Context: an optimization exercise on an open-source flow, tuned for small area, a short achievable clock period and few clock cycles. The choices shown serve that exercise and are no tape-out recipe.
Function was checked by simulation only, so behaviour that the tests miss may differ from the original.
Power and IR drop assume default switching activity.

Setup of sierra:
Design bale_decoder, start of the top module:
module bale_decoder (
    input  wire        clk,
    input  wire        rst,
    input  wire        in_valid,
    output wire        in_ready,
    input  wire [7:0]  in_data,
    input  wire        in_last,
    output reg         out_valid,
    input  wire        out_ready,
    output reg  [7:0]  out_data,
    output reg         done,
    output reg         bad,
    output reg         crc_fail,
    output wire [31:0] label
);
Size in the first run: roughly 1900 cells after synthesis, ~260 flip-flops, roughly 17000 um2 of cells after synthesis.
Settings: LEC_CHECK=0, CAP_MARGIN=20, CORE_MARGIN=2, CORE_UTILIZATION=40, CTS_BUF_LIST=sky130_fd_sc_hd__clkbuf_8, SLEW_MARGIN=20, TNS_END_PERCENT=0; clock period 9.0 ns.
standard.sh (not shown) runs the stock make flow with config.mk's settings and CLKGATE_MAP_FILE= SYNTH_SCRIPT=/design/flow/synth_recipe.tcl, a recipe that flattens the netlist after the stock synthesis.
==> flow/flow/run.sh <==
#!/bin/bash
# The standard layout (standard.sh: standard synthesis through finish),
# with the port buffers that placement inserts on every input and output
# made plain sky130 buf_2 cells instead of the slower delay-buffer cell the
# resizer picks by default, and the setup repair aimed 6 ns above the
# clock period's slack. Make's full output goes to standard.log here; each
# ORFS step also keeps its own log under orfs/logs.
set -euo pipefail
export BUFFER_PORTS_ARGS="-buffer_cell sky130_fd_sc_hd__buf_2"
export SETUP_SLACK_MARGIN=6
bash standard.sh > standard.log 2>&1
Testbench counts of sierra, summed over its fixed seeds: cycles 122,397.
Inputs modified between sierra and yarrow:
-- flow/design.v --
<<< sierra, line 59
    reg [35:0] hist;
    reg [4:0]  pend;           
    reg [31:0] crc;
    assign label = label_r;
>>> yarrow, line 59
    reg [35:0] hist;
    reg [4:0]  pend;           
    reg        p_le4;          
    reg        p_z;            
    reg [31:0] crc;
    assign label = label_r;
<<< sierra, line 118
        case (1'b1)
            st[S_HDR], st[S_TAG], st[S_EXT0], st[S_EXT1], st[S_PAD], st[S_DISC]: accept = 1'b1;
            st[S_DATA]:  accept = (pend <= 5'd4) && !dxv;
            st[S_DELTA]: accept = dload;
            st[S_TRL]:   accept = (pend == 5'd0) && !dxv && ((hcnt[1:0] != 2'd3) || !out_valid);
            default: accept = 1'b0;
        endcase
>>> yarrow, line 120
        case (1'b1)
            st[S_HDR], st[S_TAG], st[S_EXT0], st[S_EXT1], st[S_PAD], st[S_DISC]: accept = 1'b1;
            st[S_DATA]:  accept = p_le4 && !dxv;
            st[S_DELTA]: accept = dload;
            st[S_TRL]:   accept = p_z && !dxv && !out_valid;
            default: accept = 1'b0;
        endcase
<<< sierra, line 211
    wire ubad  = dchk && (ib != 25'd0);
    reg  dfault_q;
    wire abort = (fault || dfault_q || ubad || (last && !fin_ok)) && !st[S_DISC] && !st[S_FIN];
    always @(posedge clk) begin
>>> yarrow, line 213
    wire ubad  = dchk && (ib != 25'd0);
    reg  dfault_q;
    reg [4:0] pend_n;
    always @(*) begin
        if (st[S_DISC] || st[S_FIN])
            pend_n = (pend_a < 5'd4) ? 5'd0 : pend_a;
        else if (fire && st[S_DATA])
            pend_n = xfer ? pend : pend_up;
        else
            pend_n = xfer ? pend_fc - 5'd4 : pend_fc;
    end
    wire abort = (fault || dfault_q || ubad || (last && !fin_ok)) && !st[S_DISC] && !st[S_FIN];
    always @(posedge clk) begin
<<< sierra, line 217
            hcnt      <= 4'd0;
            pend      <= 5'd0;
            out_valid <= 1'b0;
            done      <= 1'b0;
>>> yarrow, line 228
            hcnt      <= 4'd0;
            pend      <= 5'd0;
            p_le4     <= 1'b1;
            p_z       <= 1'b1;
            out_valid <= 1'b0;
            done      <= 1'b0;
<<< sierra, line 237
            else
                st    <= nstate;
            if (st[S_DISC] || st[S_FIN])
                pend <= (pend_a < 5'd4) ? 5'd0 : pend_a;
            else if (fire && st[S_DATA])
                pend <= xfer ? pend : pend_up;
            else
                pend <= xfer ? pend_fc - 5'd4 : pend_fc;
            out_valid <= xfer || (out_valid && !out_ready);
            if (last || (st[S_FIN]))
>>> yarrow, line 250
            else
                st    <= nstate;
            pend  <= pend_n;
            p_le4 <= (pend_n <= 5'd4);
            p_z   <= (pend_n == 5'd0);
            out_valid <= xfer || (out_valid && !out_ready);
            if (last || (st[S_FIN]))
<<< sierra, line 268
        if (st[S_HDR])
            crc <= 32'hFFFFFFFF;
        else if (xfer || (fire && st[S_TRL]))
            crc <= crc32c_byte(crc, (st[S_TRL] && pend == 5'd0) ? in_data : obyte);
        if (fcomp)
            dx <= dxn;
>>> yarrow, line 278
        if (st[S_HDR])
            crc <= 32'hFFFFFFFF;
        else if ((out_valid && out_ready) || (fire && st[S_TRL]))
            crc <= crc32c_byte(crc, out_valid ? out_data : in_data);
        if (fcomp)
            dx <= dxn;
==> comparison <==
yarrow ended with less shortest period the worst path allows than sierra. Looking only at clock share of power, and setting everything else aside, the lower value of sierra and yarrow goes to sierra. Part of the total power dissipated in combinational logic, sierra and yarrow: larger value in sierra. Diff yarrow..sierra | netlist area before placement | negligible. On yarrow: transition time at the pin with the least slew margin is 65 ps lower than what sierra gave. Diff sierra -> yarrow | final instance area | increase of 110 um2. [compare] base=sierra new=yarrow: post-detailed-route via-to-cell ratio went down about 0.6%; maximum clock frequency went up 6.4 MHz; number of buffers outside the clock class in the layout went down 13. yarrow vs. sierra: routed wire length increased about 3.3%; area taken by flip-flops and latches increased by about 0.37% relative to the old numbers; global routing usage on met1 higher; hold slack up 4.1 ps; number of clock sinks seen by CTS went up 2.
Testbench counts of yarrow, summed over its fixed seeds: cycles 122,630.


== birch ==
Another version of the RTL of bale_decoder (not shown whole).
Size: roughly 1800 cells after synthesis, about 58 I/O pins, ~16000 sq um of cells after synthesis.
Settings: LEC_CHECK=0, CAP_MARGIN=20, CORE_MARGIN=2, CORE_UTILIZATION=40, SLEW_MARGIN=20; clock period 9.0 ns.
run.sh (not shown) runs the stock make flow with config.mk's settings and CLKGATE_MAP_FILE= SYNTH_SCRIPT=/design/flow/synth_recipe.tcl, a recipe that flattens the netlist after the stock synthesis.
Stock flow here: none of the scripts above is used.
birch | status: complete | timing, DRC, antenna: pass
Testbench counts of birch, summed over its fixed seeds: cycles 123,047.
--- input diff birch..oak ---
-- flow/design.v --
<<< birch, line 76
    wire       deliver = out_valid && out_ready;
    wire [3:0] pend_a  = deliver ? pend - 4'd4 : pend;
    wire        flast   = (trem == 16'd0) && (fidx == 2'd3);    
    wire        have    = (ibcnt > dw);
    wire        fslot   = (state == S_DELTA) && have && (pend_a <= 4'd3);
    wire        cshort  = (crem < 17'd9);
>>> oak, line 76
    wire       deliver = out_valid && out_ready;
    wire [3:0] pend_a  = deliver ? pend - 4'd4 : pend;
    wire [4:0]  w       = dw + 5'd1;
    wire        flast   = (trem == 16'd0) && (fidx == 2'd3);    
    wire        have    = (ibcnt >= w);
    wire        fslot   = (state == S_DELTA) && have && (pend_a <= 4'd3);
    wire        cshort  = (crem < 17'd9);
<<< birch, line 90
    end
    wire [17:0] field = hist[17:0] + dx;
    wire dload = (ibcnt <= 5'd17) &&
                 ((ibcnt <= dw) || ((ibcnt[4:1] <= dw) && !flast));
    reg accept;
    always @(*) begin
>>> oak, line 91
    end
    wire [17:0] field = hist[17:0] + dx;
    wire [5:0] w2 = {w, 1'b0};
    wire dload = (ibcnt <= 5'd17) &&
                 ((ibcnt < w) || (({1'b0, ibcnt} < w2) && !flast));
    reg accept;
    always @(*) begin
<<< birch, line 141
                         ((in_data[7:6] == 2'b10) &&
                          (in_data[5] || (in_data[4:0] > 5'd17) || (pos9 != 4'd0)));
    wire [24:0] ib_sh = (ib >> dw) >> 1;
    wire      ib_left  = (ib_sh != 25'd0);
    always @(*) begin
        nstate = state;
>>> oak, line 143
                         ((in_data[7:6] == 2'b10) &&
                          (in_data[5] || (in_data[4:0] > 5'd17) || (pos9 != 4'd0)));
    wire      ib_left  = ((ib >> w) != 25'd0);
    always @(*) begin
        nstate = state;
<<< birch, line 306
            fidx  <= 2'd0;
        end else begin : ibupd
            reg [4:0]  cs;
            reg [24:0] is;
            is = fcomp ? ib_sh : ib;
            cs = fcomp ? ibcnt + ~dw : ibcnt;
            if (fire && state == S_DELTA) begin
                ib    <= is | ({17'd0, in_data} << cs);
>>> oak, line 307
            fidx  <= 2'd0;
        end else begin : ibupd
            reg [4:0]  sh;
            reg [4:0]  cs;
            reg [24:0] is;
            sh = fcomp ? w : 5'd0;
            is = ib >> sh;
            cs = ibcnt - sh;
            if (fire && state == S_DELTA) begin
                ib    <= is | ({17'd0, in_data} << cs);
==> run summary <==
- Having completed the whole flow, oak delivered a layout that passed the timing, design-rule and antenna checks.
- oak vs birch — multi-input combinational cell count climbed by a few percent
- Delta(wire length, oak - birch) > 0
- Minimum setup slack in the final design: oak worse than birch
- The critical path depth in oak was higher than what birch gave.
- Summary — synthesized cell count, oak relative to birch: higher, by 3.5%.
- Against birch, area of the mapped netlist in oak rose slightly.
- Hold slack: oak better than birch
Testbench counts of oak, summed over its fixed seeds: cycles 123,047.


Another version of the RTL of bale_decoder (not shown whole).
Size: roughly 260 flip-flops, ~58 I/O pins.
clock: 9.0 ns
lec_check: 0
cap_margin: 20
core_margin: 2
core_utilization: 40
cts_buf_list: sky130_fd_sc_hd__clkbuf_8
slew_margin: 20
tns_end_percent: 0
standard.sh (not shown) runs the stock make flow with config.mk's settings and CLKGATE_MAP_FILE= SYNTH_SCRIPT=/design/flow/synth_recipe.tcl, a recipe that flattens the netlist after the stock synthesis.
Scripts as last shown in full above: flow/flow/run.sh
Testbench counts at the start, summed over its fixed seeds: cycles 122,630.
Edit:
--- a/flow/design.v
+++ b/flow/design.v
@@ -50,13 +50,13 @@
     reg        tz;             
     reg        dchk;           
     reg [17:0] dx;             
     reg        dxv;
     reg [4:0]  dw;             
     reg [24:0] ib;             
-    reg [4:0]  ipos;           
+    reg [4:0]  ibcnt;          
     reg [5:0]  ib1;            
     reg [6:0]  ib2;            
     reg [35:0] hist;
     reg [4:0]  pend;           
     reg        p_le4;          
     reg        p_z;            
@@ -105,17 +105,17 @@
     integer i;
     reg  [17:0] dmask;
     always @(*) begin
         for (i = 0; i < 18; i = i + 1)
             dmask[i] = (i <= dw);
     end
-    wire [24:0] iext  = ib >> ipos;    
-    wire [17:0] dlo   = iext[17:0] & dmask;
-    wire        dsign = iext[dw];
+    wire [17:0] dlo   = ib[17:0] & dmask;
+    wire        dsign = ib[dw];
     wire [17:0] dxn   = dsign ? (dlo | ~dmask) : dlo;
     wire [17:0] field = hist[17:0] + dx;
+    wire [24:0] ib_sh   = (ib >> dw) >> 1;
     reg accept;
     assign in_ready = accept;
     wire fire = in_valid && accept;
     wire last = fire && in_last;
     wire bz   = (brem == 17'd0);
     wire size_bad = ({1'b0, brem} > ({1'b0, crem | 17'd3} + 18'd1));
@@ -196,13 +196,13 @@
             end
             st[S_DISC]: if (last) nstate = H_FIN;
             st[S_FIN]:  if (pend == 5'd0 && !out_valid) nstate = H_HDR;
             default: nstate = H_HDR;
         endcase
     end
-    wire ubad  = dchk && (iext[7:0] != 8'd0);
+    wire ubad  = dchk && (ib != 25'd0);
     reg  dfault_q;
     reg [4:0] pend_n;
     always @(*) begin
         if (st[S_DISC] || st[S_FIN])
             pend_n = (pend_a < 5'd4) ? 5'd0 : pend_a;
         else if (fire && st[S_DATA])
@@ -213,29 +213,33 @@
     wire abort = (fault || dfault_q || ubad || (last && !fin_ok)) && !st[S_DISC] && !st[S_FIN];
     wire [9:0] st_n  = abort ? (last ? H_FIN : H_DISC) : (fin_ok ? H_HDR : nstate);
     wire       dxv_n = !live ? 1'b0 : (fcomp ? 1'b1 : (fadd ? 1'b0 : dxv));
     wire       ld    = fire && st[S_DELTA];
     wire [5:0] c1    = fcomp ? ib2[5:0] : ib1;
     wire [5:0] ib1_n = st[S_EXT1] ? {1'b1, ~dw} : (ld ? c1 + 6'd8 : c1);
+    wire [4:0] cs    = fcomp ? ib1[4:0] : ibcnt;
     wire [6:0] c2    = fcomp ? ib2 + {2'b11, ~dw} : ib2;
-    wire [4:0] pw      = fcomp ? ipos + dw + 5'd1 : ipos;
-    wire [4:0] ipos_n  = st[S_EXT1] ? 5'd25 : (ld ? pw - 5'd8 : pw);
+    wire [4:0] ibcnt_n = st[S_EXT1] ? 5'd0 : (ld ? cs + 5'd8 : cs);
     wire [6:0] ib2_n   = st[S_EXT1] ? {1'b1, ~dw, 1'b0} : (ld ? c2 + 7'd8 : c2);
     wire [1:0] fidx_n  = st[S_EXT1] ? 2'd0 : (fcomp ? fidx + 2'd1 : fidx);
     reg        tz_n;
     always @(*) begin
         tz_n = tz;
         if (st[S_TAG] && fire)       tz_n = (in_data[5:0] == 6'd0);
         else if (st[S_EXT0] && fire) tz_n = (in_data == 8'd0);
         else if (st[S_EXT1] && fire) tz_n = (in_data == 8'd0) && (trem[7:0] == 8'd0);
         else if (st[S_DATA] && fire) tz_n = !tz && (trem == 16'd1);
         else if (fcomp && fidx == 2'd3) tz_n = (trem == 16'd1);
     end
-    wire flast_n = tz_n && (fidx_n == 2'd3);
-    wire dload_n = (ipos_n >= 5'd8) &&                                    
-                   (ib1_n[5] || (ib2_n[6] && !flast_n));
+    wire       fl_s = ((fcomp && fidx == 2'd3) ? (trem == 16'd1) : tz) && (fidx_n == 2'd3);
+    wire [4:0] cs8  = cs + 5'd8;
+    wire [5:0] c18  = c1 + 6'd8;
+    wire [6:0] c28  = c2 + 7'd8;
+    wire dl0 = ((cs[4]  == 1'b0) || (cs[3:1]  == 3'd0)) && (c1[5]  || (c2[6]  && !fl_s));
+    wire dl1 = ((cs8[4] == 1'b0) || (cs8[3:1] == 3'd0)) && (c18[5] || (c28[6] && !fl_s));
+    wire dload_n = st[S_EXT1] ? 1'b1 : (ld ? dl1 : dl0);
     wire ovalid_n = xfer || (out_valid && !out_ready);
     wire p_le4_n  = (pend_n <= 5'd4);
     wire p_z_n    = (pend_n == 5'd0);
     reg  accept_n;
     always @(*) begin
         case (1'b1)
@@ -365,15 +369,24 @@
             fidx <= fidx + 2'd1;
             if (fidx == 2'd3) begin
                 trem <= trem - 16'd1;
                 tz   <= (trem == 16'd1);
             end
         end
-        if (st[S_EXT1])
-            fidx <= 2'd0;
-        if (ld)
-            ib <= {in_data, ib[24:8]};
-        ipos <= ipos_n;
-        ib1  <= ib1_n;
-        ib2  <= ib2_n;
+        if (st[S_EXT1]) begin
+            fidx  <= 2'd0;
+            ib    <= 25'd0;
+            ibcnt <= ibcnt_n;
+            ib1   <= ib1_n;                   
+            ib2   <= ib2_n;                   
+        end else begin : ibupd
+            reg [24:0] is;
+            reg [24:0] ibn;
+            is  = fcomp ? ib_sh : ib;
+            ibn = ld ? (is | ({17'd0, in_data} << cs)) : is;
+            ib    <= ibn;
+            ibcnt <= ibcnt_n;
+            ib1   <= ib1_n;
+            ib2   <= ib2_n;
+        end
     end
 endmodule
The changed run produced a clean layout. Utilization fell by 0.49 points. Via count is higher by 1.9%. Sequential share of layout area goes down by 0.53 points. Routed wire length barely changes. Non-clock buffer count is lower by 14.
Testbench counts after the change, summed over its fixed seeds: cycles 122,630.


The RTL this note starts from:
==> flow/design.v <==
module bale_decoder (
    input  wire        clk,
    input  wire        rst,
    input  wire        in_valid,
    output wire        in_ready,
    input  wire [7:0]  in_data,
    input  wire        in_last,
    output wire        out_valid,
    input  wire        out_ready,
    output wire [7:0]  out_data,
    output reg         done,
    output wire        bad,
    output wire        crc_fail,
    output wire [31:0] label
);
    localparam [3:0] S_HDR   = 4'd0,
                     S_TAG   = 4'd1,
                     S_EXT0  = 4'd2,
                     S_EXT1  = 4'd3,
                     S_DATA  = 4'd4,    
                     S_DELTA = 4'd5,
                     S_PAD   = 4'd6,
                     S_TRL   = 4'd7,
                     S_DISC  = 4'd8,    
                     S_FIN   = 4'd9;    
    reg [3:0]  state;
    reg [3:0]  hcnt;           
    reg        form;           
    reg        fmt_err;
    reg        crc_err;
    reg [16:0] crem;           
    reg [16:0] brem;           
    reg [31:0] label_r;
    reg [3:0]  pos9;           
    reg        tdelta;         
    reg        x64;            
    reg [15:0] trem;           
    reg [1:0]  fidx;           
    reg [4:0]  dw;             
    reg [24:0] ib;             
    reg [4:0]  ibcnt;
    reg [35:0] hist;
    reg [3:0]  pend;           
    reg [31:0] crc;
    assign label    = label_r;
    assign bad      = fmt_err | crc_err;
    assign crc_fail = ~fmt_err & crc_err;
    function [31:0] crc32c_byte;
        input [31:0] c;
        input [7:0]  b;
        integer k;
        reg [31:0] x;
        begin
            x = c ^ {24'd0, b};
            for (k = 0; k < 8; k = k + 1)
                x = x[0] ? ((x >> 1) ^ 32'h82F63B78) : (x >> 1);
            crc32c_byte = x;
        end
    endfunction
    reg [7:0] obyte;
    always @(*) begin
        case (pend)
            4'd4:    obyte = hist[35:28];
            4'd5:    obyte = hist[33:26];
            4'd6:    obyte = hist[31:24];
            4'd7:    obyte = hist[29:22];
            4'd8:    obyte = hist[27:20];
            4'd9:    obyte = hist[25:18];
            4'd10:   obyte = hist[23:16];
            4'd11:   obyte = hist[21:14];
            default: obyte = hist[19:12];
        endcase
    end
    assign out_valid = (pend >= 4'd4);
    assign out_data  = obyte;
    wire       deliver = out_valid && out_ready;
    wire [3:0] pend_a  = deliver ? pend - 4'd4 : pend;
    wire        flast   = (trem == 16'd0) && (fidx == 2'd3);    
    wire        have    = (ibcnt > dw);
    wire        fslot   = (state == S_DELTA) && have && (pend_a <= 4'd3);
    wire        cshort  = (crem < 17'd9);
    wire        fbad9   = fslot && (fidx == 2'd0) && cshort;   
    wire        fcomp   = fslot && !fbad9;
    wire        dsign   = ib[dw];
    reg  [17:0] dx;
    integer i;
    always @(*) begin
        for (i = 0; i < 18; i = i + 1)
            dx[i] = (i <= dw) ? ib[i] : dsign;
    end
    wire [17:0] field = hist[17:0] + dx;
    wire dload = (ibcnt <= 5'd17) &&
                 ((ibcnt <= dw) || ((ibcnt[4:1] <= dw) && !flast));
    reg accept;
    always @(*) begin
        case (state)
            S_HDR, S_TAG, S_EXT0, S_EXT1, S_PAD, S_DISC: accept = 1'b1;
            S_DATA:  accept = (pend <= 4'd4);
            S_DELTA: accept = dload;
            S_TRL:   accept = (pend == 4'd0);
            default: accept = 1'b0;
        endcase
    end
    assign in_ready = accept;
    wire fire = in_valid && accept;
    wire last = fire && in_last;
    wire bz   = (brem == 17'd0);
    wire size_bad   = ({1'b0, brem} > ({1'b0, crem | 17'd3} + 18'd1));
    reg  hbad;
    always @(*) begin
        case (hcnt)
            4'd0:  hbad = (in_data != 8'h42);
            4'd1:  hbad = (in_data != 8'h5A);
            4'd2:  hbad = (in_data != 8'h01);
            4'd3:  hbad = (in_data[7:1] != 7'd0);
            4'd6:  hbad = (in_data[7:1] != 7'd0) || (in_data[0] && (crem[15:0] != 16'd0));
            4'd7:  hbad = (in_data != 8'd0);
            4'd10: hbad = (in_data[7:1] != 7'd0);
            4'd11: hbad = (in_data != 8'd0);
            4'd12: hbad = size_bad;
            default: hbad = 1'b0;
        endcase
    end
    reg [7:0] cbyte;
    always @(*) begin
        case (hcnt[1:0])
            2'd0: cbyte = crc[7:0];
            2'd1: cbyte = crc[15:8];
            2'd2: cbyte = crc[23:16];
            default: cbyte = crc[31:24];
        endcase
    end
    wire tbad = (in_data != ~cbyte);
    reg [3:0] nstate;
    reg       fault;
    reg       fin_ok;      
    wire      lit_end  = form ? ((trem == 16'd0) && !x64) : (brem == 17'd1);
    wire [3:0] after_body = (hcnt[1:0] == 2'd3) ? S_TRL : S_PAD;   
    wire      tag_bad  = (in_data[7:6] == 2'b01) || (in_data[7:6] == 2'b11) ||
                         ((in_data[7:6] == 2'b10) &&
                          (in_data[5] || (in_data[4:0] > 5'd17) || (pos9 != 4'd0)));
    wire [24:0] ib_sh = (ib >> dw) >> 1;
    wire      ib_left  = (ib_sh != 25'd0);
    always @(*) begin
        nstate = state;
        fault  = 1'b0;
        fin_ok = 1'b0;
        case (state)
            S_HDR: if (fire) begin
                fault = hbad;
                if (hcnt == 4'd15)
                    nstate = bz ? S_TRL : (form ? S_TAG : S_DATA);
            end
            S_TAG: if (fire) begin
                fault = tag_bad;
                if (in_data[7] || (in_data[5:0] == 6'd63)) nstate = S_EXT0;
                else                                       nstate = S_DATA;
            end
            S_EXT0: if (fire) begin
                fault  = bz;
                nstate = S_EXT1;
            end
            S_EXT1: if (fire) begin
                fault  = bz;
                nstate = tdelta ? S_DELTA : S_DATA;
            end
            S_DATA: if (fire) begin
                fault = bz || (crem == 17'd0);
                if (lit_end)
                    nstate = (brem == 17'd1) ? after_body : S_TAG;
            end
            S_DELTA: begin
                if (fire) fault = bz;
                if (fbad9) fault = 1'b1;
                if (fcomp && flast) begin
                    if (ib_left) fault = 1'b1;
                    nstate = (brem != 17'd0) ? S_TAG :
                             ((hcnt[1:0] == 2'd0) ? S_TRL : S_PAD);
                end
            end
            S_PAD: if (fire) begin
                fault = (in_data != 8'd0);
                if (hcnt[1:0] == 2'd3) nstate = S_TRL;
            end
            S_TRL: if (fire) begin
                if (hcnt[1:0] == 2'd3) begin
                    fault  = !in_last;
                    fin_ok = in_last;
                end
            end
            S_DISC: if (last) nstate = S_FIN;
            S_FIN:  if (pend == 4'd0) nstate = S_HDR;
            default: nstate = S_HDR;
        endcase
    end
    always @(posedge clk) begin
        if (rst) begin
            state   <= S_HDR;
            hcnt    <= 4'd0;
            pend    <= 4'd0;
            done    <= 1'b0;
            fmt_err <= 1'b0;
            crc_err <= 1'b0;
        end else begin
            done <= 1'b0;
            if (fire) hcnt <= hcnt + 4'd1;
            if (state == S_DISC || state == S_FIN) begin
                state <= nstate;
                if (state == S_FIN && pend == 4'd0) begin
                    done <= 1'b1;
                    hcnt <= 4'd0;
                end
                if (last) hcnt <= 4'd0;
            end else if (fault || (last && !fin_ok)) begin
                fmt_err <= 1'b1;
                state   <= last ? S_FIN : S_DISC;
                if (last) hcnt <= 4'd0;
            end else if (fin_ok) begin
                if (crem != 17'd0) fmt_err <= 1'b1;
                crc_err <= crc_err | tbad;
                done    <= 1'b1;
                state   <= S_HDR;
                hcnt    <= 4'd0;
            end else begin
                state <= nstate;
                if (state == S_TRL && fire) crc_err <= crc_err | tbad;
            end
            if (state == S_HDR && fire && hcnt == 4'd0) begin
                fmt_err <= fault || last;
                crc_err <= 1'b0;
            end
            if (state == S_DISC || state == S_FIN)
                pend <= (pend_a < 4'd4) ? 4'd0 : pend_a;
            else
                pend <= pend_a + (fcomp ? 4'd9 : 4'd0) +
                        ((fire && state == S_DATA) ? 4'd4 : 4'd0);
        end
    end
    always @(posedge clk) begin
        if (state == S_HDR)
            crc <= 32'hFFFFFFFF;
        else if (deliver)
            crc <= crc32c_byte(crc, obyte);
        if (fcomp)
            hist <= {field, hist[35:18]};
        else if (fire && (state == S_HDR || state == S_DATA))
            hist <= {(state == S_DATA) ? in_data : 8'd0, hist[35:8]};
        if (state == S_HDR && fire) begin
            case (hcnt)
                4'd3:  form          <= in_data[0];
                4'd12: label_r[7:0]  <= in_data;
                4'd13: label_r[15:8] <= in_data;
                4'd14: label_r[23:16]<= in_data;
                4'd15: label_r[31:24]<= in_data;
                default: ;
            endcase
        end
        if (state == S_HDR) begin
            if (fire) begin
                if (hcnt == 4'd4) crem[7:0]  <= in_data;
                if (hcnt == 4'd5) crem[15:8] <= in_data;
                if (hcnt == 4'd6) crem[16]   <= in_data[0];
            end
        end else if (fcomp && fidx == 2'd0)
            crem <= crem - 17'd9;
        else if (fire && state == S_DATA)
            crem <= crem - 17'd1;
        if (state == S_HDR) begin
            if (fire) begin
                if (hcnt == 4'd8)  brem[7:0]  <= in_data;
                if (hcnt == 4'd9)  brem[15:8] <= in_data;
                if (hcnt == 4'd10) brem[16]   <= in_data[0];
            end
        end else if (fire && (state == S_TAG || state == S_EXT0 || state == S_EXT1 ||
                              state == S_DATA || state == S_DELTA))
            brem <= brem - 17'd1;
        if (state == S_HDR)
            pos9 <= 4'd0;
        else if (fire && state == S_DATA)
            pos9 <= (pos9 == 4'd8) ? 4'd0 : pos9 + 4'd1;
        if (state == S_TAG && fire) begin
            tdelta <= in_data[7];
            dw     <= in_data[4:0];
            x64    <= 1'b1;
            trem   <= {10'd0, in_data[5:0]};
        end
        if (state == S_EXT0 && fire) trem[7:0]  <= in_data;
        if (state == S_EXT1 && fire) trem[15:8] <= in_data;
        if (state == S_DATA && fire) begin
            if (trem == 16'd0) begin
                trem <= 16'd62;
                x64  <= 1'b0;
            end else
                trem <= trem - 16'd1;
        end
        if (state == S_TAG && fire && !in_data[7] && in_data[5:0] != 6'd63)
            x64 <= 1'b0;
        if (fcomp) begin
            fidx <= fidx + 2'd1;
            if (fidx == 2'd3) trem <= trem - 16'd1;
        end
        if (state == S_EXT1) begin
            ib    <= 25'd0;
            ibcnt <= 5'd0;
            fidx  <= 2'd0;
        end else begin : ibupd
            reg [4:0]  cs;
            reg [24:0] is;
            is = fcomp ? ib_sh : ib;
            cs = fcomp ? ibcnt + ~dw : ibcnt;
            if (fire && state == S_DELTA) begin
                ib    <= is | ({17'd0, in_data} << cs);
                ibcnt <= cs + 5'd8;
            end else begin
                ib    <= is;
                ibcnt <= cs;
            end
        end
    end
endmodule
Settings: LEC_CHECK=0, CAP_MARGIN=20, CORE_MARGIN=2, CORE_UTILIZATION=40, CTS_BUF_LIST=sky130_fd_sc_hd__clkbuf_8, SETUP_SLACK_MARGIN=5, SLEW_MARGIN=20, TNS_END_PERCENT=0; clock period 9.0 ns.
run.sh (not shown) runs the stock make flow with config.mk's settings and CLKGATE_MAP_FILE= SYNTH_SCRIPT=/design/flow/synth_recipe.tcl, a recipe that flattens the netlist after the stock synthesis.
Stock flow here: none of the scripts above is used.
Testbench counts at the start, summed over its fixed seeds: cycles 123,047.
Rerun with:
--- a/flow/design.v
+++ b/flow/design.v
@@ -39,5 +39,7 @@
     reg [4:0]  dw;             
     reg [24:0] ib;             
-    reg [4:0]  ibcnt;
+    reg [4:0]  ibcnt;          
+    reg [5:0]  ib1;            
+    reg [6:0]  ib2;            
     reg [35:0] hist;
     reg [3:0]  pend;           
@@ -77,9 +79,6 @@
     wire [3:0] pend_a  = deliver ? pend - 4'd4 : pend;
     wire        flast   = (trem == 16'd0) && (fidx == 2'd3);    
-    wire        have    = (ibcnt > dw);
-    wire        fslot   = (state == S_DELTA) && have && (pend_a <= 4'd3);
-    wire        cshort  = (crem < 17'd9);
-    wire        fbad9   = fslot && (fidx == 2'd0) && cshort;   
-    wire        fcomp   = fslot && !fbad9;
+    wire        fcomp   = (state == S_DELTA) && !ib1[5] && (pend_a <= 4'd3);
+    wire        fbad9   = fcomp && (fidx == 2'd0) && (crem < 17'd9);   
     wire        dsign   = ib[dw];
     reg  [17:0] dx;
@@ -90,6 +89,6 @@
     end
     wire [17:0] field = hist[17:0] + dx;
-    wire dload = (ibcnt <= 5'd17) &&
-                 ((ibcnt <= dw) || ((ibcnt[4:1] <= dw) && !flast));
+    wire dload = ((ibcnt[4] == 1'b0) || (ibcnt[3:1] == 3'd0)) &&    
+                 (ib1[5] || (ib2[6] && !flast));
     reg accept;
     always @(*) begin
@@ -107,4 +106,5 @@
     wire bz   = (brem == 17'd0);
     wire size_bad   = ({1'b0, brem} > ({1'b0, crem | 17'd3} + 18'd1));
+    wire stored_bad = !form && (brem != crem);
     reg  hbad;
     always @(*) begin
@@ -118,5 +118,5 @@
             4'd10: hbad = (in_data[7:1] != 7'd0);
             4'd11: hbad = (in_data != 8'd0);
-            4'd12: hbad = size_bad;
+            4'd12: hbad = size_bad || stored_bad;
             default: hbad = 1'b0;
         endcase
@@ -303,17 +303,22 @@
             ib    <= 25'd0;
             ibcnt <= 5'd0;
+            ib1   <= {1'b1, ~dw};             
+            ib2   <= {1'b1, ~dw, 1'b0};       
             fidx  <= 2'd0;
         end else begin : ibupd
             reg [4:0]  cs;
+            reg [5:0]  c1;
+            reg [6:0]  c2;
             reg [24:0] is;
+            reg        ld;
+            ld = fire && (state == S_DELTA);
             is = fcomp ? ib_sh : ib;
-            cs = fcomp ? ibcnt + ~dw : ibcnt;
-            if (fire && state == S_DELTA) begin
-                ib    <= is | ({17'd0, in_data} << cs);
-                ibcnt <= cs + 5'd8;
-            end else begin
-                ib    <= is;
-                ibcnt <= cs;
-            end
+            cs = fcomp ? ib1[4:0] : ibcnt;
+            c1 = fcomp ? ib2[5:0] : ib1;
+            c2 = fcomp ? ib2 + {2'b11, ~dw} : ib2;
+            ib    <= ld ? (is | ({17'd0, in_data} << cs)) : is;
+            ibcnt <= cs + (ld ? 5'd8 : 5'd0);
+            ib1   <= c1 + (ld ? 6'd8 : 6'd0);
+            ib2   <= c2 + (ld ? 7'd8 : 7'd0);
         end
     end
=> The changed run ran to the end with no violations; design area climbs by roughly a tenth; wire length went up by roughly a tenth; combinational power rises by roughly a tenth; final cell count grows by a little under a tenth; synthesized area came out higher by a few percent; sequential cell count is higher by 13; die area is higher by a few percent; non-clock buffer count rises by 43; setup slack is better by 270 ps; count of clock-buffer cells in the layout rose by 4; worst hold slack stays flat; first-iteration DRC count grows by a quarter to a third; sequential share of layout area goes down by 1.2 points; fmax came out higher by a few percent.
Testbench counts after the change, summed over its fixed seeds: cycles 123,047.

-- re-timing with driven ports --
No port has a modelled driver above. Below, the same layouts with a new extraction and two added sets of constraints. Step 1 sets driving cells, clkbuf_16 on the clock port and buf_2 on the other inputs (assumed; they add their load-dependent delay and slew). Step 2 also shifts input and output timing later by t, the mid clock arrival at the registers, as if the neighbouring blocks saw the same clock. Three values: ideal, step 1, step 2; two values: the first two.
| run | t (ns) | setup slack, ns | worst hold slack (ns) | clock arrival spread, ns | worst slew at a driven data input, ns |
|---|---|---|---|---|---|
| sierra | 0.665 | 5.151 / 5.096 / 4.642 | 0.436 / 0.436 / 0.436 | 0.024 / 0.024 | 0.08 |
| yarrow | 0.653 | 5.243 / 5.192 / 4.625 | 0.441 / 0.441 / 0.441 | 0.033 / 0.033 | 0.06 |
| birch | 0.571 | 3.125 / 3.075 / 3.162 | 0.459 / 0.459 / 0.459 | 0.010 / 0.011 | 0.04 |
| oak | 0.601 | 1.950 / 1.950 / 1.398 | 0.465 / 0.465 / 0.465 | 0.018 / 0.019 | 0.05 |
| the first run of note 3 | 0.671 | 5.668 / 5.635 / 4.964 | 0.495 / 0.495 / 0.495 | 0.043 / 0.043 | 0.08 |
| the second run of note 3 | 0.662 | 5.750 / 5.740 / 5.078 | 0.461 / 0.461 / 0.461 | 0.043 / 0.044 | 0.08 |
| the first run of note 4 | 0.600 | 4.450 / 4.465 / 3.877 | 0.479 / 0.479 / 0.479 | 0.021 / 0.022 | 0.05 |
| the second run of note 4 | 0.645 | 4.719 / 4.700 / 4.311 | 0.478 / 0.478 / 0.478 | 0.031 / 0.031 | 0.03 |
After both steps setup and hold are still met in every run listed. For the first run of note 3, which loses most, drivers alone change the setup slack by -0.033 ns; drivers and shift together by -0.704 ns.
